This design comes from an exercise in tuning for small area and a short achievable clock period on the open sky130 flow, not from production work. For this run, only the layout was checked, not whether the RTL still works. Power is estimated from default activity; no workload was simulated.

## flow/constraint.sdc

```tcl
create_clock -name core_clock -period 6.0 [get_ports {clk}]
set_input_delay 1.2000 -clock core_clock [delete_from_list [all_inputs] [get_ports {clk}]]
set_output_delay 1.2000 -clock core_clock [all_outputs]
set_load 0.01 [all_outputs]
```

## flow/standard.sh

```bash
#!/bin/bash
# synth_recipe.tcl (not shown) runs the flow's synth.tcl, then flattens the netlist and writes it again
# the make line also repeats each setting of config.mk as NAME=value (left out here)
make -C /OpenROAD-flow-scripts/flow DESIGN_CONFIG=/design/flow/config.mk WORK_HOME=/design/flow/orfs CLKGATE_MAP_FILE= SYNTH_SCRIPT=/design/flow/synth_recipe.tcl "${@:-finish}"
```

## flow/design.v

```verilog
module ic_locate_net (
    input  wire [23:0]  synd,
    output wire [175:0] z
);
    wire y24 = synd[14] ^ synd[15];
    wire y25 = synd[6] ^ synd[7];
    wire y26 = synd[12] ^ synd[13];
    wire y27 = synd[4] ^ synd[5];
    wire y28 = synd[11] ^ synd[15];
    wire y29 = synd[0] ^ synd[6];
    wire y30 = synd[8] ^ synd[14];
    wire y31 = synd[2] ^ synd[3];
    wire y32 = synd[9] ^ synd[13];
    wire y33 = synd[1] ^ synd[5];
    wire y34 = synd[9] ^ synd[10];
    wire y35 = synd[11] ^ synd[12];
    wire y36 = synd[2] ^ y25;
    wire y37 = synd[3] ^ synd[7];
    wire y38 = synd[10] ^ y24;
    wire y39 = y27 ^ y29;
    wire y40 = synd[11] ^ y26;
    wire y41 = synd[3] ^ y27;
    wire y42 = y25 ^ y33;
    wire y43 = y24 ^ y32;
    wire y44 = y26 ^ y30;
    wire y45 = synd[1] ^ synd[7];
    wire y46 = synd[10] ^ y35;
    wire y47 = synd[4] ^ y31;
    wire y48 = synd[1] ^ synd[11];
    wire y49 = y31 ^ y45;
    wire y50 = y28 ^ y34;
    wire y51 = synd[7] ^ synd[11];
    wire y52 = synd[3] ^ synd[4];
    wire y53 = synd[10] ^ synd[19];
    wire y54 = synd[15] ^ synd[18];
    wire y55 = synd[1] ^ synd[2];
    wire y56 = synd[5] ^ synd[10];
    wire y57 = synd[19] ^ y24;
    wire y58 = y29 ^ y55;
    wire y59 = y30 ^ y34;
    wire y60 = synd[11] ^ synd[14];
    wire y61 = synd[12] ^ synd[20];
    wire y62 = synd[6] ^ synd[10];
    wire y63 = synd[0] ^ synd[7];
    wire y64 = synd[4] ^ synd[12];
    wire y65 = synd[10] ^ synd[18];
    wire y66 = synd[12] ^ synd[18];
    wire y67 = synd[5] ^ synd[11];
    wire y68 = synd[2] ^ synd[10];
    wire y69 = y25 ^ y52;
    wire y70 = synd[8] ^ y32;
    wire y71 = synd[9] ^ y35;
    wire y72 = synd[13] ^ y30;
    wire y73 = synd[19] ^ y26;
    wire y74 = synd[0] ^ y33;
    wire y75 = synd[7] ^ synd[9];
    wire y76 = synd[13] ^ synd[21];
    wire y77 = synd[15] ^ synd[23];
    wire y78 = synd[12] ^ synd[23];
    wire y79 = synd[4] ^ synd[8];
    wire y80 = synd[5] ^ synd[9];
    wire y81 = synd[0] ^ synd[9];
    wire y82 = synd[5] ^ synd[8];
    wire y83 = synd[5] ^ synd[15];
    wire y84 = synd[5] ^ synd[13];
    wire y85 = synd[3] ^ synd[11];
    wire y86 = synd[13] ^ synd[22];
    wire y87 = synd[12] ^ synd[22];
    wire y88 = synd[14] ^ synd[22];
    wire y89 = synd[6] ^ synd[8];
    wire y90 = synd[12] ^ synd[17];
    wire y91 = synd[4] ^ synd[9];
    wire y92 = synd[15] ^ synd[16];
    wire y93 = synd[11] ^ synd[19];
    wire y94 = synd[5] ^ synd[14];
    wire y95 = synd[4] ^ synd[14];
    wire y96 = synd[13] ^ synd[17];
    wire y97 = synd[13] ^ synd[16];
    wire y98 = synd[7] ^ synd[15];
    wire y99 = synd[8] ^ synd[17];
    wire y100 = synd[13] ^ synd[23];
    wire y101 = synd[7] ^ synd[8];
    wire y102 = synd[6] ^ synd[15];
    wire y103 = synd[8] ^ synd[15];
    wire y104 = synd[13] ^ synd[18];
    wire y105 = synd[6] ^ synd[9];
    wire y106 = synd[14] ^ synd[17];
    wire y107 = synd[14] ^ synd[23];
    wire y108 = synd[8] ^ synd[19];
    wire y109 = synd[14] ^ synd[16];
    wire y110 = synd[4] ^ synd[10];
    wire y111 = synd[15] ^ synd[17];
    wire y112 = synd[0] ^ synd[8];
    wire y113 = synd[6] ^ synd[14];
    wire y114 = synd[8] ^ synd[16];
    wire y115 = synd[4] ^ synd[15];
    wire y116 = synd[4] ^ synd[13];
    wire y117 = synd[12] ^ synd[16];
    wire y118 = synd[12] ^ synd[21];
    wire y119 = synd[8] ^ synd[10];
    wire y120 = synd[1] ^ synd[10];
    wire y121 = synd[1] ^ synd[9];
    wire y122 = synd[9] ^ synd[17];
    wire y123 = synd[9] ^ y37;
    wire y124 = synd[22] ^ y28;
    wire y125 = synd[2] ^ y51;
    wire y126 = y33 ^ y62;
    wire y127 = synd[4] ^ y62;
    wire y128 = y32 ^ y60;
    wire y129 = y29 ^ y31;
    wire y130 = synd[11] ^ y65;
    wire y131 = synd[14] ^ y66;
    wire y132 = synd[13] ^ y53;
    wire y133 = y61 ^ y103;
    wire y134 = synd[0] ^ y52;
    wire y135 = synd[15] ^ y37;
    wire y136 = y63 ^ y64;
    wire y137 = synd[15] ^ y53;
    wire y138 = y29 ^ y67;
    wire y139 = synd[8] ^ y37;
    wire y140 = synd[7] ^ y56;
    wire y141 = synd[6] ^ y67;
    wire y142 = synd[13] ^ y37;
    wire y143 = synd[21] ^ y28;
    wire y144 = y31 ^ y51;
    wire y145 = synd[17] ^ y28;
    wire y146 = synd[13] ^ y54;
    wire y147 = synd[14] ^ y37;
    wire y148 = synd[10] ^ y29;
    wire y149 = y63 ^ y68;
    wire y150 = synd[2] ^ y48;
    wire y151 = y28 ^ y53;
    wire y152 = synd[9] ^ y54;
    wire y153 = y26 ^ y54;
    wire y154 = synd[10] ^ y45;
    wire y155 = y37 ^ y56;
    wire y156 = y27 ^ y51;
    wire y157 = y25 ^ y48;
    wire y158 = synd[16] ^ y28;
    wire y159 = synd[18] ^ y30;
    wire y160 = synd[18] ^ y24;
    wire y161 = y28 ^ y104;
    wire y162 = synd[23] ^ y28;
    wire y163 = synd[12] ^ y37;
    wire y164 = synd[20] ^ y28;
    wire y165 = synd[22] ^ y40;
    wire y166 = synd[23] ^ y40;
    wire y167 = synd[8] ^ y39;
    wire y168 = synd[20] ^ y40;
    wire y169 = synd[22] ^ y44;
    wire y170 = synd[13] ^ y42;
    wire y171 = synd[21] ^ y70;
    wire y172 = synd[3] ^ y126;
    wire y173 = synd[9] ^ y39;
    wire y174 = synd[16] ^ y40;
    wire y175 = synd[17] ^ y44;
    wire y176 = synd[14] ^ y39;
    wire y177 = synd[20] ^ y43;
    wire y178 = synd[16] ^ y46;
    wire y179 = synd[14] ^ y36;
    wire y180 = y72 ^ y130;
    wire y181 = synd[13] ^ y39;
    wire y182 = synd[14] ^ y41;
    wire y183 = synd[14] ^ y49;
    wire y184 = synd[9] ^ y42;
    wire y185 = synd[17] ^ y40;
    wire y186 = y56 ^ y129;
    wire y187 = synd[9] ^ y57;
    wire y188 = y71 ^ y108;
    wire y189 = synd[21] ^ y38;
    wire y190 = synd[18] ^ y128;
    wire y191 = synd[13] ^ y58;
    wire y192 = y69 ^ y120;
    wire y193 = synd[16] ^ y38;
    wire y194 = synd[14] ^ y47;
    wire y195 = synd[12] ^ y49;
    wire y196 = synd[8] ^ y151;
    wire y197 = synd[15] ^ y42;
    wire y198 = synd[15] ^ y73;
    wire y199 = synd[13] ^ y36;
    wire y200 = synd[20] ^ y50;
    wire y201 = synd[16] ^ y44;
    wire y202 = synd[12] ^ y47;
    wire y203 = synd[20] ^ y59;
    wire y204 = y60 ^ y132;
    wire y205 = synd[15] ^ y49;
    wire y206 = synd[15] ^ y47;
    wire y207 = y34 ^ y57;
    wire y208 = synd[23] ^ y38;
    wire y209 = synd[19] ^ y72;
    wire y210 = synd[12] ^ y58;
    wire y211 = y27 ^ y149;
    wire y212 = y36 ^ y48;
    wire y213 = synd[23] ^ y44;
    wire y214 = y38 ^ y66;
    wire y215 = synd[21] ^ y46;
    wire y216 = synd[8] ^ y42;
    wire y217 = synd[15] ^ y41;
    wire y218 = synd[20] ^ y38;
    wire y219 = synd[14] ^ y42;
    wire y220 = synd[20] ^ y46;
    wire y221 = synd[12] ^ y39;
    wire y222 = synd[21] ^ y43;
    wire y223 = synd[20] ^ y70;
    wire y224 = synd[9] ^ y41;
    wire y225 = synd[8] ^ y41;
    wire y226 = synd[12] ^ y41;
    wire y227 = synd[15] ^ y36;
    wire y228 = synd[21] ^ y50;
    wire y229 = synd[22] ^ y43;
    wire y230 = synd[12] ^ y42;
    wire y231 = synd[9] ^ y36;
    wire y232 = synd[14] ^ y58;
    wire y233 = synd[12] ^ y74;
    wire y234 = synd[20] ^ y44;
    wire y235 = synd[15] ^ y39;
    wire y236 = y35 ^ y57;
    wire y237 = synd[11] ^ y69;
    wire y238 = y48 ^ y134;
    wire y239 = synd[12] ^ y36;
    wire y240 = y34 ^ y73;
    wire y241 = synd[8] ^ y47;
    wire y242 = y119 ^ y153;
    wire y243 = synd[13] ^ y41;
    wire y244 = synd[23] ^ y43;
    wire y245 = synd[23] ^ y46;
    wire y246 = synd[16] ^ y43;
    wire y247 = synd[22] ^ y50;
    wire y248 = synd[22] ^ y59;
    wire y249 = y36 ^ y110;
    wire y250 = y31 ^ y141;
    wire y251 = y71 ^ y160;
    wire y252 = synd[13] ^ y74;
    wire y253 = synd[22] ^ y38;
    wire y254 = synd[17] ^ y38;
    wire y255 = synd[8] ^ y36;
    wire y256 = synd[21] ^ y40;
    wire y257 = synd[13] ^ y47;
    wire y258 = synd[17] ^ y43;
    wire y259 = synd[13] ^ y49;
    wire y260 = y27 ^ y150;
    wire y261 = synd[0] ^ y144;
    wire y262 = synd[21] ^ y59;
    wire y263 = synd[21] ^ y44;
    wire y264 = synd[23] ^ y50;
    wire y265 = synd[22] ^ y46;
    assign z[0] = y112;
    assign z[1] = y121;
    assign z[2] = y68;
    assign z[3] = y85;
    assign z[4] = y64;
    assign z[5] = y84;
    assign z[6] = y113;
    assign z[7] = y98;
    assign z[8] = y114;
    assign z[9] = y122;
    assign z[10] = y65;
    assign z[11] = y93;
    assign z[12] = y61;
    assign z[13] = y76;
    assign z[14] = y88;
    assign z[15] = y77;
    assign z[16] = y101;
    assign z[17] = y81;
    assign z[18] = y154;
    assign z[19] = y125;
    assign z[20] = y163;
    assign z[21] = y116;
    assign z[22] = y94;
    assign z[23] = y102;
    assign z[24] = y92;
    assign z[25] = y99;
    assign z[26] = y152;
    assign z[27] = y137;
    assign z[28] = y164;
    assign z[29] = y118;
    assign z[30] = y86;
    assign z[31] = y107;
    assign z[32] = y89;
    assign z[33] = y75;
    assign z[34] = y148;
    assign z[35] = y157;
    assign z[36] = y239;
    assign z[37] = y142;
    assign z[38] = y95;
    assign z[39] = y83;
    assign z[40] = y109;
    assign z[41] = y111;
    assign z[42] = y159;
    assign z[43] = y187;
    assign z[44] = y218;
    assign z[45] = y143;
    assign z[46] = y87;
    assign z[47] = y100;
    assign z[48] = y82;
    assign z[49] = y105;
    assign z[50] = y140;
    assign z[51] = y138;
    assign z[52] = y230;
    assign z[53] = y199;
    assign z[54] = y147;
    assign z[55] = y115;
    assign z[56] = y97;
    assign z[57] = y106;
    assign z[58] = y146;
    assign z[59] = y209;
    assign z[60] = y177;
    assign z[61] = y189;
    assign z[62] = y124;
    assign z[63] = y78;
    assign z[64] = y79;
    assign z[65] = y80;
    assign z[66] = y127;
    assign z[67] = y156;
    assign z[68] = y221;
    assign z[69] = y170;
    assign z[70] = y179;
    assign z[71] = y135;
    assign z[72] = y117;
    assign z[73] = y96;
    assign z[74] = y131;
    assign z[75] = y198;
    assign z[76] = y234;
    assign z[77] = y222;
    assign z[78] = y253;
    assign z[79] = y162;
    assign z[80] = y139;
    assign z[81] = y91;
    assign z[82] = y155;
    assign z[83] = y237;
    assign z[84] = y226;
    assign z[85] = y181;
    assign z[86] = y219;
    assign z[87] = y227;
    assign z[88] = y158;
    assign z[89] = y90;
    assign z[90] = y161;
    assign z[91] = y236;
    assign z[92] = y168;
    assign z[93] = y263;
    assign z[94] = y229;
    assign z[95] = y208;
    assign z[96] = y255;
    assign z[97] = y123;
    assign z[98] = y249;
    assign z[99] = y250;
    assign z[100] = y202;
    assign z[101] = y243;
    assign z[102] = y176;
    assign z[103] = y197;
    assign z[104] = y193;
    assign z[105] = y145;
    assign z[106] = y214;
    assign z[107] = y204;
    assign z[108] = y220;
    assign z[109] = y256;
    assign z[110] = y169;
    assign z[111] = y244;
    assign z[112] = y216;
    assign z[113] = y231;
    assign z[114] = y172;
    assign z[115] = y260;
    assign z[116] = y195;
    assign z[117] = y257;
    assign z[118] = y182;
    assign z[119] = y235;
    assign z[120] = y246;
    assign z[121] = y254;
    assign z[122] = y190;
    assign z[123] = y240;
    assign z[124] = y200;
    assign z[125] = y215;
    assign z[126] = y165;
    assign z[127] = y213;
    assign z[128] = y167;
    assign z[129] = y184;
    assign z[130] = y211;
    assign z[131] = y238;
    assign z[132] = y210;
    assign z[133] = y259;
    assign z[134] = y194;
    assign z[135] = y217;
    assign z[136] = y201;
    assign z[137] = y258;
    assign z[138] = y242;
    assign z[139] = y188;
    assign z[140] = y203;
    assign z[141] = y228;
    assign z[142] = y265;
    assign z[143] = y166;
    assign z[144] = y225;
    assign z[145] = y173;
    assign z[146] = y192;
    assign z[147] = y261;
    assign z[148] = y233;
    assign z[149] = y191;
    assign z[150] = y183;
    assign z[151] = y206;
    assign z[152] = y174;
    assign z[153] = y175;
    assign z[154] = y251;
    assign z[155] = y196;
    assign z[156] = y223;
    assign z[157] = y262;
    assign z[158] = y247;
    assign z[159] = y245;
    assign z[160] = y241;
    assign z[161] = y224;
    assign z[162] = y186;
    assign z[163] = y212;
    assign z[164] = y136;
    assign z[165] = y252;
    assign z[166] = y232;
    assign z[167] = y205;
    assign z[168] = y178;
    assign z[169] = y185;
    assign z[170] = y180;
    assign z[171] = y207;
    assign z[172] = y133;
    assign z[173] = y171;
    assign z[174] = y248;
    assign z[175] = y264;
endmodule
module ic_encoder (
    input  wire [63:0] data,
    output wire [23:0] check
);
    wire e64 = data[40] ^ data[41];
    wire e65 = data[59] ^ data[43];
    wire e66 = data[51] ^ e64;
    wire e67 = data[61] ^ data[45];
    wire e68 = data[46] ^ data[19];
    wire e69 = data[38] ^ data[6];
    wire e70 = data[60] ^ data[17];
    wire e71 = data[54] ^ data[11];
    wire e72 = data[52] ^ e65;
    wire e73 = data[26] ^ data[16];
    wire e74 = data[55] ^ data[12];
    wire e75 = data[53] ^ data[44];
    wire e76 = data[35] ^ data[23];
    wire e77 = data[47] ^ data[39];
    wire e78 = data[58] ^ data[25];
    wire e79 = data[56] ^ data[62];
    wire e80 = data[36] ^ data[20];
    wire e81 = data[57] ^ data[24];
    wire e82 = data[42] ^ data[27];
    wire e83 = data[28] ^ e66;
    wire e84 = data[48] ^ data[5];
    wire e85 = data[49] ^ data[7];
    wire e86 = data[18] ^ e67;
    wire e87 = data[21] ^ e76;
    wire e88 = data[31] ^ data[13];
    wire e89 = data[50] ^ data[37];
    wire e90 = e71 ^ e75;
    wire e91 = data[33] ^ e77;
    wire e92 = data[32] ^ e68;
    wire e93 = data[14] ^ e70;
    wire e94 = data[8] ^ e69;
    wire e95 = e72 ^ e73;
    wire e96 = data[34] ^ data[4];
    wire e97 = data[29] ^ data[30];
    wire e98 = data[22] ^ e84;
    wire e99 = e79 ^ e80;
    wire e100 = data[63] ^ e74;
    wire e101 = e85 ^ e89;
    wire e102 = e78 ^ e82;
    wire e103 = data[2] ^ e92;
    wire e104 = data[9] ^ data[1];
    wire e105 = data[9] ^ data[3];
    wire e106 = data[56] ^ data[15];
    wire e107 = e81 ^ e88;
    wire e108 = data[37] ^ e96;
    wire e109 = data[10] ^ e90;
    wire e110 = data[54] ^ e86;
    wire e111 = e83 ^ e100;
    wire e112 = data[30] ^ e95;
    wire e113 = data[13] ^ data[0];
    wire e114 = data[26] ^ data[7];
    wire e115 = data[61] ^ data[62];
    wire e116 = data[58] ^ data[60];
    wire e117 = data[57] ^ data[46];
    wire e118 = data[52] ^ data[42];
    wire e119 = data[35] ^ data[10];
    wire e120 = data[36] ^ data[15];
    wire e121 = data[49] ^ e69;
    wire e122 = data[28] ^ e68;
    wire e123 = e80 ^ e104;
    wire e124 = data[5] ^ e106;
    wire e125 = data[6] ^ e97;
    wire e126 = e87 ^ e91;
    wire e127 = data[53] ^ e72;
    wire e128 = data[59] ^ e66;
    wire e129 = e93 ^ e102;
    wire e130 = e71 ^ e87;
    wire e131 = e81 ^ e98;
    wire e132 = e105 ^ e108;
    wire e133 = e70 ^ e90;
    wire e134 = e94 ^ e103;
    wire e135 = data[20] ^ data[1];
    wire e136 = data[41] ^ data[21];
    wire e137 = data[19] ^ data[5];
    wire e138 = data[17] ^ data[14];
    wire e139 = data[25] ^ data[11];
    wire e140 = data[31] ^ data[12];
    wire e141 = data[50] ^ data[55];
    wire e142 = data[49] ^ data[24];
    wire e143 = data[47] ^ data[33];
    wire e144 = data[38] ^ data[19];
    wire e145 = data[32] ^ data[27];
    wire e146 = data[50] ^ data[39];
    wire e147 = data[23] ^ data[0];
    wire e148 = data[21] ^ data[7];
    wire e149 = data[22] ^ e76;
    wire e150 = e74 ^ e113;
    wire e151 = data[40] ^ e77;
    wire e152 = data[18] ^ e78;
    wire e153 = e75 ^ e96;
    wire e154 = e67 ^ e137;
    wire e155 = data[29] ^ e82;
    wire e156 = data[44] ^ e118;
    wire e157 = data[31] ^ e89;
    wire e158 = e114 ^ e140;
    wire e159 = data[24] ^ e82;
    wire e160 = e88 ^ e117;
    wire e161 = data[8] ^ e81;
    wire e162 = data[34] ^ e85;
    wire e163 = e122 ^ e155;
    wire e164 = e65 ^ e99;
    wire e165 = e93 ^ e123;
    wire e166 = data[10] ^ e87;
    wire e167 = e91 ^ e142;
    wire e168 = e97 ^ e124;
    wire e169 = data[16] ^ e98;
    wire e170 = e101 ^ e151;
    wire e171 = e79 ^ e94;
    wire e172 = data[3] ^ e107;
    wire e173 = e121 ^ e160;
    wire e174 = data[43] ^ e125;
    wire e175 = e73 ^ e128;
    wire e176 = e99 ^ e169;
    wire e177 = data[63] ^ e126;
    wire e178 = e86 ^ e130;
    wire e179 = e115 ^ e131;
    wire e180 = e95 ^ e163;
    wire e181 = data[22] ^ data[6];
    wire e182 = data[55] ^ data[18];
    wire e183 = data[48] ^ data[3];
    wire e184 = data[0] ^ data[2];
    wire e185 = data[48] ^ data[9];
    wire e186 = data[43] ^ data[47];
    wire e187 = data[62] ^ data[4];
    wire e188 = data[38] ^ data[30];
    wire e189 = data[61] ^ data[14];
    wire e190 = data[63] ^ data[23];
    wire e191 = data[20] ^ data[13];
    wire e192 = data[52] ^ data[2];
    wire e193 = data[60] ^ data[44];
    wire e194 = data[48] ^ data[16];
    wire e195 = data[58] ^ data[34];
    wire e196 = data[46] ^ data[38];
    wire e197 = data[57] ^ data[20];
    wire e198 = data[51] ^ data[29];
    wire e199 = data[51] ^ data[45];
    wire e200 = data[25] ^ data[0];
    wire e201 = data[25] ^ data[14];
    wire e202 = data[12] ^ data[1];
    wire e203 = data[63] ^ data[28];
    wire e204 = data[39] ^ e120;
    wire e205 = data[21] ^ e183;
    wire e206 = data[45] ^ e74;
    wire e207 = e65 ^ e189;
    wire e208 = e138 ^ e139;
    wire e209 = e141 ^ e143;
    wire e210 = e119 ^ e136;
    wire e211 = e74 ^ e136;
    wire e212 = e141 ^ e200;
    wire e213 = e97 ^ e148;
    wire e214 = e116 ^ e143;
    wire e215 = data[42] ^ e139;
    wire e216 = e106 ^ e197;
    wire e217 = e135 ^ e184;
    wire e218 = e68 ^ e84;
    wire e219 = e138 ^ e195;
    wire e220 = e113 ^ e144;
    wire e221 = e119 ^ e188;
    wire e222 = e88 ^ e105;
    wire e223 = e84 ^ e114;
    wire e224 = e67 ^ e148;
    wire e225 = e79 ^ e201;
    wire e226 = e147 ^ e193;
    wire e227 = e85 ^ e120;
    wire e228 = e71 ^ e144;
    wire e229 = e78 ^ e202;
    wire e230 = e79 ^ e145;
    wire e231 = e186 ^ e191;
    wire e232 = e64 ^ e187;
    wire e233 = e146 ^ e185;
    wire e234 = e147 ^ e199;
    wire e235 = e118 ^ e190;
    wire e236 = e104 ^ e146;
    wire e237 = e73 ^ e117;
    wire e238 = e119 ^ e192;
    wire e239 = e120 ^ e182;
    wire e240 = e80 ^ e198;
    wire e241 = e116 ^ e135;
    wire e242 = data[36] ^ e69;
    wire e243 = e115 ^ e181;
    wire e244 = e152 ^ e194;
    wire e245 = e196 ^ e231;
    wire e246 = e94 ^ e215;
    wire e247 = e91 ^ e92;
    wire e248 = e157 ^ e213;
    wire e249 = e226 ^ e237;
    wire e250 = e86 ^ e102;
    wire e251 = e161 ^ e238;
    wire e252 = e64 ^ e101;
    wire e253 = e107 ^ e122;
    wire e254 = e75 ^ e158;
    wire e255 = e121 ^ e210;
    wire e256 = data[22] ^ e99;
    wire e257 = e101 ^ e150;
    wire e258 = e149 ^ e204;
    wire e259 = e116 ^ e239;
    wire e260 = e217 ^ e230;
    wire e261 = e145 ^ e228;
    wire e262 = e102 ^ e203;
    wire e263 = e74 ^ e221;
    wire e264 = e222 ^ e227;
    wire e265 = e93 ^ e157;
    wire e266 = e150 ^ e159;
    wire e267 = e77 ^ e156;
    wire e268 = e66 ^ e233;
    wire e269 = e125 ^ e149;
    wire e270 = e211 ^ e225;
    wire e271 = e206 ^ e232;
    wire e272 = e219 ^ e242;
    wire e273 = e91 ^ e220;
    wire e274 = e124 ^ e229;
    wire e275 = e107 ^ e162;
    wire e276 = e86 ^ e159;
    wire e277 = e72 ^ e216;
    wire e278 = e214 ^ e240;
    wire e279 = e78 ^ e234;
    wire e280 = e154 ^ e208;
    wire e281 = e84 ^ e212;
    wire e282 = e205 ^ e207;
    wire e283 = e93 ^ e152;
    wire e284 = e153 ^ e209;
    wire e285 = e101 ^ e235;
    wire e286 = e162 ^ e243;
    wire e287 = e70 ^ e108;
    wire e288 = e153 ^ e259;
    wire e289 = e265 ^ e271;
    wire e290 = e224 ^ e263;
    wire e291 = e262 ^ e269;
    wire e292 = e129 ^ e284;
    wire e293 = e133 ^ e218;
    wire e294 = e95 ^ e275;
    wire e295 = e94 ^ e110;
    wire e296 = e250 ^ e264;
    wire e297 = e129 ^ e251;
    wire e298 = e123 ^ e173;
    wire e299 = e83 ^ e246;
    wire e300 = e133 ^ e164;
    wire e301 = e165 ^ e266;
    wire e302 = e156 ^ e278;
    wire e303 = e83 ^ e158;
    wire e304 = e103 ^ e110;
    wire e305 = e168 ^ e245;
    wire e306 = e126 ^ e172;
    wire e307 = e128 ^ e257;
    wire e308 = e244 ^ e258;
    wire e309 = e110 ^ e253;
    wire e310 = e110 ^ e223;
    wire e311 = e248 ^ e249;
    wire e312 = e133 ^ e276;
    wire e313 = e127 ^ e281;
    wire e314 = e109 ^ e287;
    wire e315 = e252 ^ e274;
    wire e316 = e103 ^ e286;
    wire e317 = e168 ^ e236;
    wire e318 = e254 ^ e268;
    wire e319 = e167 ^ e282;
    wire e320 = e267 ^ e270;
    wire e321 = e165 ^ e285;
    wire e322 = e83 ^ e277;
    wire e323 = e167 ^ e279;
    wire e324 = e100 ^ e272;
    wire e325 = e154 ^ e170;
    wire e326 = e127 ^ e166;
    wire e327 = e260 ^ e280;
    wire e328 = e131 ^ e170;
    wire e329 = e261 ^ e283;
    wire e330 = e161 ^ e273;
    wire e331 = e109 ^ e241;
    wire e332 = e129 ^ e132;
    wire e333 = e127 ^ e132;
    wire e334 = e92 ^ e171;
    wire e335 = e83 ^ e130;
    wire e336 = e83 ^ e109;
    wire e337 = e172 ^ e256;
    wire e338 = e298 ^ e335;
    wire e339 = e173 ^ e176;
    wire e340 = e111 ^ e166;
    wire e341 = e112 ^ e315;
    wire e342 = e111 ^ e311;
    wire e343 = e308 ^ e334;
    wire e344 = e291 ^ e300;
    wire e345 = e310 ^ e332;
    wire e346 = e319 ^ e331;
    wire e347 = e178 ^ e302;
    wire e348 = e179 ^ e288;
    wire e349 = e176 ^ e333;
    wire e350 = e293 ^ e323;
    wire e351 = e178 ^ e324;
    wire e352 = e301 ^ e316;
    wire e353 = e134 ^ e175;
    wire e354 = e304 ^ e306;
    wire e355 = e296 ^ e336;
    wire e356 = e111 ^ e305;
    wire e357 = e179 ^ e329;
    wire e358 = e177 ^ e314;
    wire e359 = e175 ^ e321;
    wire e360 = e132 ^ e134;
    wire e361 = e109 ^ e180;
    wire e362 = e177 ^ e322;
    wire e363 = e294 ^ e317;
    wire e364 = e180 ^ e255;
    wire e365 = e112 ^ e171;
    wire e366 = e111 ^ e134;
    wire e367 = e112 ^ e327;
    wire e368 = e174 ^ e309;
    wire e369 = e297 ^ e318;
    wire e370 = e164 ^ e295;
    wire e371 = e247 ^ e290;
    wire e372 = e292 ^ e337;
    wire e373 = e174 ^ e369;
    wire e374 = e350 ^ e365;
    wire e375 = e346 ^ e366;
    wire e376 = e353 ^ e372;
    wire e377 = e348 ^ e364;
    wire e378 = e313 ^ e338;
    wire e379 = e325 ^ e344;
    wire e380 = e340 ^ e367;
    wire e381 = e349 ^ e371;
    wire e382 = e289 ^ e361;
    wire e383 = e307 ^ e343;
    wire e384 = e347 ^ e360;
    wire e385 = e341 ^ e354;
    wire e386 = e303 ^ e357;
    wire e387 = e326 ^ e352;
    wire e388 = e112 ^ e355;
    wire e389 = e299 ^ e363;
    wire e390 = e328 ^ e351;
    wire e391 = e312 ^ e356;
    wire e392 = e345 ^ e362;
    wire e393 = e339 ^ e358;
    wire e394 = e330 ^ e359;
    wire e395 = e342 ^ e370;
    wire e396 = e320 ^ e368;
    assign check[16] = e383;
    assign check[17] = e394;
    assign check[18] = e387;
    assign check[19] = e375;
    assign check[20] = e384;
    assign check[21] = e381;
    assign check[22] = e393;
    assign check[23] = e390;
    assign check[8] = e379;
    assign check[9] = e395;
    assign check[10] = e378;
    assign check[11] = e380;
    assign check[12] = e385;
    assign check[13] = e376;
    assign check[14] = e392;
    assign check[15] = e377;
    assign check[0] = e391;
    assign check[1] = e396;
    assign check[2] = e386;
    assign check[3] = e374;
    assign check[4] = e389;
    assign check[5] = e373;
    assign check[6] = e388;
    assign check[7] = e382;
endmodule
module ic_syndrome (
    input  wire [87:0] word,
    output wire [23:0] synd
);
    wire x88 = word[75] ^ word[54];
    wire x89 = word[82] ^ word[76];
    wire x90 = word[84] ^ word[36];
    wire x91 = word[68] ^ word[62];
    wire x92 = word[81] ^ word[60];
    wire x93 = word[72] ^ word[30];
    wire x94 = word[61] ^ word[55];
    wire x95 = word[69] ^ word[63];
    wire x96 = word[70] ^ word[23];
    wire x97 = word[80] ^ word[59];
    wire x98 = word[29] ^ word[22];
    wire x99 = word[47] ^ word[15];
    wire x100 = word[50] ^ word[43];
    wire x101 = word[67] ^ word[46];
    wire x102 = word[66] ^ word[31];
    wire x103 = word[73] ^ word[38];
    wire x104 = word[78] ^ word[37];
    wire x105 = word[74] ^ word[39];
    wire x106 = word[83] ^ word[71];
    wire x107 = x88 ^ x92;
    wire x108 = x89 ^ x94;
    wire x109 = word[58] ^ x93;
    wire x110 = word[51] ^ word[44];
    wire x111 = word[64] ^ word[52];
    wire x112 = word[48] ^ word[42];
    wire x113 = word[65] ^ word[53];
    wire x114 = word[57] ^ word[45];
    wire x115 = word[77] ^ x106;
    wire x116 = x97 ^ x103;
    wire x117 = x105 ^ x107;
    wire x118 = word[86] ^ word[79];
    wire x119 = word[32] ^ word[14];
    wire x120 = word[41] ^ word[35];
    wire x121 = word[27] ^ word[21];
    wire x122 = word[40] ^ word[28];
    wire x123 = word[26] ^ word[20];
    wire x124 = x98 ^ x100;
    wire x125 = word[85] ^ x104;
    wire x126 = word[34] ^ x122;
    wire x127 = x119 ^ x123;
    wire x128 = x91 ^ x95;
    wire x129 = word[33] ^ x121;
    wire x130 = x96 ^ x120;
    wire x131 = x90 ^ x112;
    wire x132 = x102 ^ x116;
    wire x133 = word[87] ^ x109;
    wire x134 = word[56] ^ word[49];
    wire x135 = x111 ^ x114;
    wire x136 = x99 ^ x113;
    wire x137 = x95 ^ x115;
    wire x138 = x110 ^ x125;
    wire x139 = x101 ^ x108;
    wire x140 = x126 ^ x128;
    wire x141 = x127 ^ x131;
    wire x142 = word[49] ^ word[25];
    wire x143 = word[77] ^ word[37];
    wire x144 = word[53] ^ word[47];
    wire x145 = word[68] ^ word[61];
    wire x146 = word[64] ^ word[0];
    wire x147 = word[51] ^ word[43];
    wire x148 = word[84] ^ word[1];
    wire x149 = word[52] ^ word[45];
    wire x150 = word[36] ^ word[24];
    wire x151 = word[80] ^ word[8];
    wire x152 = word[39] ^ word[31];
    wire x153 = word[73] ^ word[9];
    wire x154 = word[69] ^ word[21];
    wire x155 = word[82] ^ word[34];
    wire x156 = word[87] ^ word[7];
    wire x157 = word[83] ^ word[35];
    wire x158 = word[74] ^ word[50];
    wire x159 = word[29] ^ word[13];
    wire x160 = word[78] ^ word[54];
    wire x161 = word[86] ^ word[46];
    wire x162 = word[58] ^ word[18];
    wire x163 = word[44] ^ word[4];
    wire x164 = word[30] ^ word[6];
    wire x165 = word[11] ^ word[15];
    wire x166 = word[59] ^ word[3];
    wire x167 = word[56] ^ word[16];
    wire x168 = word[57] ^ word[17];
    wire x169 = word[81] ^ word[75];
    wire x170 = word[71] ^ word[23];
    wire x171 = x118 ^ x145;
    wire x172 = x88 ^ x99;
    wire x173 = word[22] ^ x161;
    wire x174 = word[19] ^ x113;
    wire x175 = x100 ^ x134;
    wire x176 = word[10] ^ x158;
    wire x177 = word[65] ^ x96;
    wire x178 = x101 ^ x149;
    wire x179 = x110 ^ x124;
    wire x180 = x129 ^ x130;
    wire x181 = x108 ^ x172;
    wire x182 = word[67] ^ x129;
    wire x183 = word[2] ^ x135;
    wire x184 = x124 ^ x181;
    wire x185 = word[66] ^ x180;
    wire x186 = x117 ^ x171;
    wire x187 = x133 ^ x179;
    wire x188 = x111 ^ x139;
    wire x189 = x102 ^ x141;
    wire x190 = x132 ^ x178;
    wire x191 = x138 ^ x148;
    wire x192 = x117 ^ x140;
    wire x193 = word[27] ^ word[20];
    wire x194 = word[81] ^ word[1];
    wire x195 = word[48] ^ word[32];
    wire x196 = word[51] ^ word[5];
    wire x197 = word[79] ^ word[55];
    wire x198 = word[40] ^ word[5];
    wire x199 = word[18] ^ word[4];
    wire x200 = word[47] ^ word[30];
    wire x201 = word[13] ^ word[6];
    wire x202 = word[70] ^ word[57];
    wire x203 = word[76] ^ word[55];
    wire x204 = word[69] ^ word[9];
    wire x205 = word[26] ^ word[12];
    wire x206 = word[60] ^ word[12];
    wire x207 = word[72] ^ word[17];
    wire x208 = word[78] ^ word[36];
    wire x209 = word[37] ^ word[3];
    wire x210 = word[19] ^ word[11];
    wire x211 = word[61] ^ word[45];
    wire x212 = word[68] ^ word[28];
    wire x213 = word[82] ^ word[10];
    wire x214 = word[85] ^ word[16];
    wire x215 = word[72] ^ word[40];
    wire x216 = word[62] ^ word[38];
    wire x217 = word[42] ^ word[2];
    wire x218 = word[70] ^ word[14];
    wire x219 = word[62] ^ word[8];
    wire x220 = word[52] ^ word[20];
    wire x221 = word[85] ^ word[53];
    wire x222 = word[64] ^ word[23];
    wire x223 = word[79] ^ word[0];
    wire x224 = word[60] ^ word[29];
    wire x225 = word[65] ^ word[41];
    wire x226 = word[73] ^ word[12];
    wire x227 = word[32] ^ word[25];
    wire x228 = word[43] ^ word[31];
    wire x229 = word[66] ^ word[26];
    wire x230 = word[75] ^ word[27];
    wire x231 = word[42] ^ word[14];
    wire x232 = word[44] ^ word[38];
    wire x233 = word[83] ^ word[77];
    wire x234 = word[70] ^ word[15];
    wire x235 = word[74] ^ word[7];
    wire x236 = word[48] ^ word[41];
    wire x237 = x90 ^ x206;
    wire x238 = x99 ^ x156;
    wire x239 = x162 ^ x226;
    wire x240 = x101 ^ x213;
    wire x241 = x144 ^ x193;
    wire x242 = x92 ^ x105;
    wire x243 = word[33] ^ x205;
    wire x244 = x154 ^ x231;
    wire x245 = x194 ^ x225;
    wire x246 = word[80] ^ x98;
    wire x247 = x114 ^ x118;
    wire x248 = word[63] ^ x90;
    wire x249 = x150 ^ x164;
    wire x250 = x150 ^ x209;
    wire x251 = x114 ^ x196;
    wire x252 = x143 ^ x211;
    wire x253 = x89 ^ x200;
    wire x254 = x97 ^ x104;
    wire x255 = x168 ^ x222;
    wire x256 = x157 ^ x210;
    wire x257 = x159 ^ x235;
    wire x258 = x163 ^ x220;
    wire x259 = x208 ^ x214;
    wire x260 = x104 ^ x147;
    wire x261 = x93 ^ x232;
    wire x262 = word[28] ^ x134;
    wire x263 = x162 ^ x217;
    wire x264 = x143 ^ x165;
    wire x265 = x146 ^ x151;
    wire x266 = word[33] ^ x142;
    wire x267 = x199 ^ x227;
    wire x268 = word[24] ^ x215;
    wire x269 = x164 ^ x216;
    wire x270 = x106 ^ x118;
    wire x271 = x167 ^ x169;
    wire x272 = word[67] ^ x166;
    wire x273 = word[5] ^ x159;
    wire x274 = x94 ^ x163;
    wire x275 = x155 ^ x236;
    wire x276 = word[76] ^ x212;
    wire x277 = x154 ^ x221;
    wire x278 = x91 ^ x157;
    wire x279 = x166 ^ x224;
    wire x280 = x153 ^ x160;
    wire x281 = x160 ^ x218;
    wire x282 = x146 ^ x202;
    wire x283 = x89 ^ x207;
    wire x284 = x155 ^ x229;
    wire x285 = x98 ^ x169;
    wire x286 = x91 ^ x204;
    wire x287 = x153 ^ x168;
    wire x288 = word[63] ^ x152;
    wire x289 = x90 ^ x233;
    wire x290 = x152 ^ x234;
    wire x291 = x147 ^ x230;
    wire x292 = x91 ^ x228;
    wire x293 = word[49] ^ x151;
    wire x294 = x203 ^ x219;
    wire x295 = x170 ^ x197;
    wire x296 = x170 ^ x198;
    wire x297 = x144 ^ x156;
    wire x298 = x167 ^ x195;
    wire x299 = x245 ^ x266;
    wire x300 = x177 ^ x267;
    wire x301 = x239 ^ x249;
    wire x302 = x174 ^ x243;
    wire x303 = x238 ^ x295;
    wire x304 = x177 ^ x294;
    wire x305 = x131 ^ x174;
    wire x306 = x244 ^ x262;
    wire x307 = x112 ^ x130;
    wire x308 = x173 ^ x260;
    wire x309 = x269 ^ x281;
    wire x310 = x176 ^ x263;
    wire x311 = x103 ^ x175;
    wire x312 = x136 ^ x250;
    wire x313 = x115 ^ x253;
    wire x314 = x130 ^ x254;
    wire x315 = x125 ^ x175;
    wire x316 = x282 ^ x289;
    wire x317 = x127 ^ x136;
    wire x318 = x116 ^ x274;
    wire x319 = word[22] ^ x271;
    wire x320 = x259 ^ x286;
    wire x321 = x223 ^ x261;
    wire x322 = x165 ^ x283;
    wire x323 = x115 ^ x136;
    wire x324 = x278 ^ x297;
    wire x325 = x109 ^ x296;
    wire x326 = x246 ^ x251;
    wire x327 = x247 ^ x290;
    wire x328 = x268 ^ x298;
    wire x329 = x256 ^ x291;
    wire x330 = x126 ^ x285;
    wire x331 = x201 ^ x241;
    wire x332 = x248 ^ x264;
    wire x333 = x257 ^ x292;
    wire x334 = x273 ^ x277;
    wire x335 = x237 ^ x258;
    wire x336 = x279 ^ x280;
    wire x337 = x240 ^ x255;
    wire x338 = x182 ^ x327;
    wire x339 = x176 ^ x182;
    wire x340 = x284 ^ x310;
    wire x341 = x109 ^ x304;
    wire x342 = x142 ^ x305;
    wire x343 = x275 ^ x331;
    wire x344 = x242 ^ x325;
    wire x345 = x293 ^ x308;
    wire x346 = x132 ^ x332;
    wire x347 = x312 ^ x337;
    wire x348 = x313 ^ x314;
    wire x349 = x137 ^ x307;
    wire x350 = x128 ^ x316;
    wire x351 = x132 ^ x183;
    wire x352 = x288 ^ x303;
    wire x353 = x317 ^ x319;
    wire x354 = x276 ^ x335;
    wire x355 = x315 ^ x321;
    wire x356 = x140 ^ x318;
    wire x357 = x141 ^ x323;
    wire x358 = x287 ^ x299;
    wire x359 = x173 ^ x309;
    wire x360 = x265 ^ x328;
    wire x361 = x138 ^ x302;
    wire x362 = x107 ^ x137;
    wire x363 = x322 ^ x326;
    wire x364 = x272 ^ x329;
    wire x365 = x133 ^ x336;
    wire x366 = x117 ^ x139;
    wire x367 = x135 ^ x300;
    wire x368 = x108 ^ x311;
    wire x369 = x301 ^ x330;
    wire x370 = x306 ^ x324;
    wire x371 = x270 ^ x320;
    wire x372 = x252 ^ x334;
    wire x373 = x133 ^ x183;
    wire x374 = x333 ^ x348;
    wire x375 = x190 ^ x343;
    wire x376 = x357 ^ x365;
    wire x377 = x192 ^ x363;
    wire x378 = x137 ^ x341;
    wire x379 = x191 ^ x338;
    wire x380 = x186 ^ x347;
    wire x381 = x189 ^ x192;
    wire x382 = x346 ^ x367;
    wire x383 = x355 ^ x362;
    wire x384 = x339 ^ x356;
    wire x385 = x184 ^ x350;
    wire x386 = x366 ^ x370;
    wire x387 = x184 ^ x371;
    wire x388 = x188 ^ x369;
    wire x389 = x190 ^ x361;
    wire x390 = x345 ^ x373;
    wire x391 = x185 ^ x188;
    wire x392 = x353 ^ x384;
    wire x393 = x381 ^ x390;
    wire x394 = x368 ^ x379;
    wire x395 = x351 ^ x387;
    wire x396 = x185 ^ x377;
    wire x397 = x376 ^ x391;
    wire x398 = x189 ^ x383;
    wire x399 = x342 ^ x374;
    wire x400 = x344 ^ x389;
    wire x401 = x187 ^ x382;
    wire x402 = x191 ^ x378;
    wire x403 = x349 ^ x388;
    wire x404 = x186 ^ x375;
    wire x405 = x187 ^ x380;
    assign synd[0] = x360;
    assign synd[1] = x358;
    assign synd[2] = x340;
    assign synd[3] = x364;
    assign synd[4] = x354;
    assign synd[5] = x372;
    assign synd[6] = x359;
    assign synd[7] = x352;
    assign synd[8] = x385;
    assign synd[9] = x402;
    assign synd[10] = x395;
    assign synd[11] = x405;
    assign synd[12] = x401;
    assign synd[13] = x400;
    assign synd[14] = x404;
    assign synd[15] = x386;
    assign synd[16] = x398;
    assign synd[17] = x394;
    assign synd[18] = x393;
    assign synd[19] = x397;
    assign synd[20] = x392;
    assign synd[21] = x396;
    assign synd[22] = x403;
    assign synd[23] = x399;
endmodule
module ic_locate (
    input  wire [23:0] synd,      
    output wire [10:0] fit        
);
    wire [175:0] z;
    ic_locate_net u_net (.synd(synd), .z(z));
    genvar s;
    generate
        for (s = 0; s < 11; s = s + 1) begin : g_sym
            assign fit[s] = ~|z[16*(10-s) +: 16];
        end
    endgenerate
endmodule
module ic_decoder (
    input  wire [87:0] word,
    input  wire [7:0]  s0,        
    input  wire [10:0] fit,
    output wire [87:0] fixed,     
    output wire        ce,        
    output wire        ue,        
    output wire [3:0]  sym        
);
    wire nz0 = |s0;
    genvar s;
    generate
        for (s = 0; s < 11; s = s + 1) begin : g_sym
            assign fixed[87-8*s -: 8] = word[87-8*s -: 8] ^ ({8{fit[s]}} & s0);
        end
    endgenerate
    assign ce     = nz0 & (|fit);
    assign sym[0] = nz0 & (fit[1] | fit[3] | fit[5] | fit[7] | fit[9]);
    assign sym[1] = nz0 & (fit[2] | fit[3] | fit[6] | fit[7] | fit[10]);
    assign sym[2] = nz0 & (fit[4] | fit[5] | fit[6] | fit[7]);
    assign sym[3] = nz0 & (fit[8] | fit[9] | fit[10]);
    assign ue     = (nz0 | ~fit[10]) & ~ce;
endmodule
module ic_line_codec (
    input  wire         clk,
    input  wire         rst,             
    input  wire         rd_valid,
    input  wire [351:0] rd_line,         
    output reg          rd_out_valid,
    output reg  [351:0] rd_out_line,     
    output reg  [3:0]   rd_out_ce,
    output reg  [3:0]   rd_out_ue,
    output reg  [15:0]  rd_out_sym,      
    input  wire         wr_valid,
    input  wire [255:0] wr_data,         
    output reg          wr_out_valid,
    output reg  [95:0]  wr_out_check     
);
    wire [95:0]  synd;
    wire [43:0]  fit;
    wire [351:0] fixed;
    wire [3:0]   ce;
    wire [3:0]   ue;
    wire [15:0]  sym;
    wire [95:0]  check;
    reg         rd_v_q;
    reg [351:0] rd_line_q;
    reg [95:0]  synd_q;
    genvar l;
    generate
        for (l = 0; l < 4; l = l + 1) begin : g_lane
            ic_syndrome u_syn (
                .word (rd_line[88*l +: 88]),
                .synd (synd[24*l +: 24])
            );
            ic_locate u_loc (
                .synd (synd_q[24*l +: 24]),
                .fit  (fit[11*l +: 11])
            );
            ic_decoder u_dec (
                .word  (rd_line_q[88*l +: 88]),
                .s0    (synd_q[24*l +: 8]),
                .fit   (fit[11*l +: 11]),
                .fixed (fixed[88*l +: 88]),
                .ce    (ce[l]),
                .ue    (ue[l]),
                .sym   (sym[4*l +: 4])
            );
            ic_encoder u_enc (
                .data  (wr_data[64*l +: 64]),
                .check (check[24*l +: 24])
            );
        end
    endgenerate
    always @(posedge clk) begin
        if (rst) begin
            rd_v_q       <= 1'b0;
            rd_out_valid <= 1'b0;
            wr_out_valid <= 1'b0;
        end else begin
            rd_v_q       <= rd_valid;
            rd_out_valid <= rd_v_q;
            wr_out_valid <= wr_valid;
        end
        rd_line_q    <= rd_line;
        synd_q       <= synd;
        rd_out_line  <= fixed;
        rd_out_ce    <= ce;
        rd_out_ue    <= ue;
        rd_out_sym   <= sym;
        wr_out_check <= check;
    end
endmodule
```

## flow/config.mk

```make
export PLATFORM = sky130hd
export DESIGN_NAME = ic_line_codec
export DESIGN_NICKNAME = ic_line_codec
export VERILOG_FILES = /design/flow/design.v
export SDC_FILE = /design/flow/constraint.sdc
export NUM_CORES = 4
export LEC_CHECK = 0
export CAP_MARGIN = 20
export CORE_MARGIN = 2
export CORE_UTILIZATION = 55
export SETUP_SLACK_MARGIN = 3.3
export SLEW_MARGIN = 20
```

## flow/flow/run.sh

```bash
#!/bin/bash
# The standard layout, with every input and output port buffered by a plain
# buffer cell instead of the one buffer_ports picks by default, and timing
# repair limited to resizing, pin swaps and cloning.
set -euo pipefail
export BUFFER_PORTS_ARGS="-buffer_cell sky130_fd_sc_hd__buf_2"
export SETUP_MOVE_SEQUENCE="unbuffer,sizeup,swap,clone"
bash standard.sh > standard.log 2>&1
```

==> notes.md <==
P_leak: 28.1 nW
starting density of the core: 55.7%
dpl cell area: 66200 µm²
commonest non-fill, non-tap cells in the layout: xnor2_1, buf_2, dfxtp_1
Fill cells: 7924
Worst Skew: 0.0599 ns
Worst Hold Launch: rd_line_q[82]$_DFF_P_
Final Setup Violations: 0
met3 usage: 18.0%
CP Launch Type: flop
met1 Resource Use GR: 59.6%
Critical R2R Capture: rd_out_ue[0]$_DFF_P_
max_cap viols: 0
initial antenna violation count: 134
Crit Path Class: reg2reg
Clock transition at path regs: 0.07 ns
critical-path cell list: inv_4 > ha_4 > xor3_2 > xnor2_1 > nand4_1 > nor4_4 > nor3_1 > a31o_2
final instance area: 73600 µm²
Tcrit/Tclk final: 60.0%
Seq/Total Area, Yosys: 31.5%
chip width: 331 µm
Register Area: 18700 µm²
Min-Delay Endpoint: rd_out_line[82]$_DFF_P_
row cnt: 119
H-Tree Depth: 3
Worst Path Required: 6.62 ns
hold-fix buffer count after cts: 0
slowest cell delay on critical path: 1.07 ns
Critical Path AT: 4.23 ns
Pwr Total: 47.6 mW
WL per Instance: 32.8 µm
pin count of the biggest net entering global routing: 37
Total GRT Usage: 48.1%
Reg-to-Reg Start: synd_q[7]$_DFF_P_
Final Util: 69.7%
Die Y: 331 µm
relative slew slack: 19.3%
post-DP HPWL: 213000 µm
GRT busiest layer: met2
Antenna Nets Post-Route: 0
Fmax: 0.278 GHz
Tightest Pin Transition: 1.20 ns
core box area: 106000 µm²
RSZ-0062 raised after global routing: yes
ys flop type: dfxtp_1
Synth Register Bits: 923
DRC Markers: 0
Finished Layout Cells: 8598
Yosys Warn Count: 1
via count: 51000
syn_nets: 6658
total CTS buffers: 94
Hold Path Class: reg2reg
synthesis-to-finish area growth: 25.3%
drt via density: 5.93
first drt pass iteration count: 8
total gr overflow: 0
CTS Sinks: 923
minimum clock period: 3.60 ns
share of flip-flops with an asynchronous set or reset: 0%
fin nets: 7671
count of different cell masters after synthesis: 76
Cells on Worst Hold Path: 1
CTS root buffer: clkbuf_16
Inst Count DP: 8296
first-pass GRT wire length: 368000 µm
Die ar.: 109000 µm²
most common cell after layout, fill and taps aside: xnor2_1
number of global-route vias before repair: 48000
layout cell share with drive strength beyond 1: 27.4%
Hold Fails Final Rpt: 0
Pins Over Slew Limit: 0
PwrDens: 646 nW/µm²
Multi-input gate area: 42900 µm²
WL final: 282000 µm
Post-synth EDFFs: 0
FF-to-FF path depth: 8
VDD IR max: 0.416 mV
DRT iter0 DRCs: 7176
met2 Track Usage GR: 69.7%
I/O pins: 1086
Mapped Area: 58700 µm²
setup TNS: 0 ns
CTS max path bufs: 3
crit path max fanout: 28
status: complete, no violations
CP Capture Type: flop
mean post-synth cell area: 9.74 µm²
# Post-CTS Setup Buffers: 0
CTS tree: yes
routability congestion estimate from global placement: 1.15
R2R Setup Slk: 2.40 ns
Mapped Cells: 6034
port bufs: 1085
crit path max-delay cell type: nor4_4
Clock Latency Late Sink: 0.76 ns
## registers in the layout, indices dropped and copies added (netlist names)
register	cells
rd_line_q	352
wr_out_valid	1
wr_out_check	96
rd_out_valid	1
rd_out_ue	4
rd_v_q	1
rd_out_line	352
synd_q	96
rd_out_sym	16
rd_out_ce	4
## how the worst max path moves through the flow
stage,start,end,cells after the start
floorplan,synd_q[53]$_DFF_P_,rd_out_ue[2]$_DFF_P_,12
global placement,synd_q[86]$_DFF_P_,rd_out_ue[3]$_DFF_P_,7
detailed placement,synd_q[30]$_DFF_P_,rd_out_ue[1]$_DFF_P_,9
CTS,synd_q[7]$_DFF_P_,rd_out_ue[0]$_DFF_P_,8
global route,synd_q[7]$_DFF_P_,rd_out_ue[0]$_DFF_P_,8
finish,synd_q[7]$_DFF_P_,rd_out_ue[0]$_DFF_P_,8
## layout make-up
cell class | instances | share of cell area [%]
inverters | 40 | 0.241
well taps | 1391 | 2.36
multi-input cells | 4819 | 58.3
diodes | 91 | 0.309
repair buffers | 1169 | 8.98
clock inverters | 49 | 0.928
flip-flops and latches | 923 | 25.4
clock buffers | 116 | 3.53
## repair_timing
item / CTS / global route
gates resized for setup: 385 / 278
endpoints found under the setup margin: 383 / 334
pin swaps: 150 / 173
gates cloned: 34 / 12
## cells by family after synthesis
| family | count (synthesis) | share of synthesized area [%] |
|---|---|---|
| XOR/XNOR | 3590 | 54.9 |
| adder cells (fa/ha/maj) | 12 | 0.256 |
| multiplexers | 27 | 0.481 |
| AND/OR/NAND/NOR | 961 | 8.20 |
| AO/OA/AOI/OAI | 197 | 2.33 |
| buffers and inverters | 324 | 2.40 |
| flip-flops | 923 | 31.5 |
## report_power, final
group          total (mW)  switching (mW)  internal (mW)  leakage, nW
combinational        31.5            18.3           13.2         18.7
sequential           9.89            2.52           7.36         7.79
clock                6.23            2.76           3.47         1.57
## critical path: cells and delay by family, from the launching register on
family          cells  cell delay [ns]
buf+inv             1             0.06
flops               1             0.67
compound gates      1             0.30
xor+xnor            2             0.57
simple gates        3             1.45
fa+ha+maj           1             0.38
## Yosys cell counts, types with 4 or more instances
cell,n,area (µm²)
xnor2_1,2806,24600
dfxtp_1,923,18500
xor2_1,722,6320
nand2_1,410,1540
clkbuf_1,119,447
nor3_1,115,576
and3_1,88,551
buf_2,88,440
nand3_1,74,370
nor2_1,66,248
buf_1,58,218
or3_1,45,282
inv_1,39,146
a21oi_1,34,170
xnor3_1,33,743
o22ai_1,32,200
nor4_1,31,194
o21ai_0,31,155
mux2i_1,26,260
nand4_1,20,125
and2_1,16,100
buf_4,16,120
o211ai_1,15,113
a211oi_1,14,105
a31oi_1,12,75.1
ha_1,12,150
xnor2_2,12,195
nand2b_1,11,68.8
or2_2,11,68.8
nor2b_1,10,62.6
nor4_2,10,125
o2111ai_1,10,87.6
xor3_1,10,238
and4_1,9,78.8
nor3b_1,9,67.6
or4_1,7,52.6
a2111oi_0,6,52.6
nor4b_1,6,52.6
a22oi_1,4,30.0
o31ai_1,4,30.0
## metrics by stage
stage	worst slack [ns]	hold WS, ns
after detailed placement	2.16	0.419
after floorplan	3.01	0.404
after global routing	2.39	0.413
final	2.40	0.400
after CTS	2.64	0.402
after global placement	2.22	0.407
## per-layer routing
layer	up-vias	wire (µm)
li1	21200	-
met1	24300	99900
met2	4317	116000
met3	1196	41500
met4	30	23800
met5	-	196

-- re-timing with driven ports --
How much do the figures lean on ideal ports? The routed layout below was timed once more, with nothing changed but the port constraints.
Step 1 sets driving cells, clkbuf_16 on the clock port and buf_2 on the other inputs (assumed; they add their load-dependent delay and slew).
Step 2, shift: input delay + t, output delay - t, t = (earliest + latest rising clock arrival at the registers) / 2. This alone moves slack from input paths to output paths.
a / b / c = no drivers / after step 1 / after step 2; a / b = the first two.
shift t [ns]: 0.806
slack for setup (ns): 2.398 / 2.398 / 2.398
worst hold slack (ns): 0.400 / 0.400 / 0.400
worst slew at a driven data input, ns: 0.32
pins driven straight from the clock port: 1
After both steps setup and hold are still met in this run. The setup slack of this run moves by 0.000 ns with the drivers and by 0.000 ns with both steps.
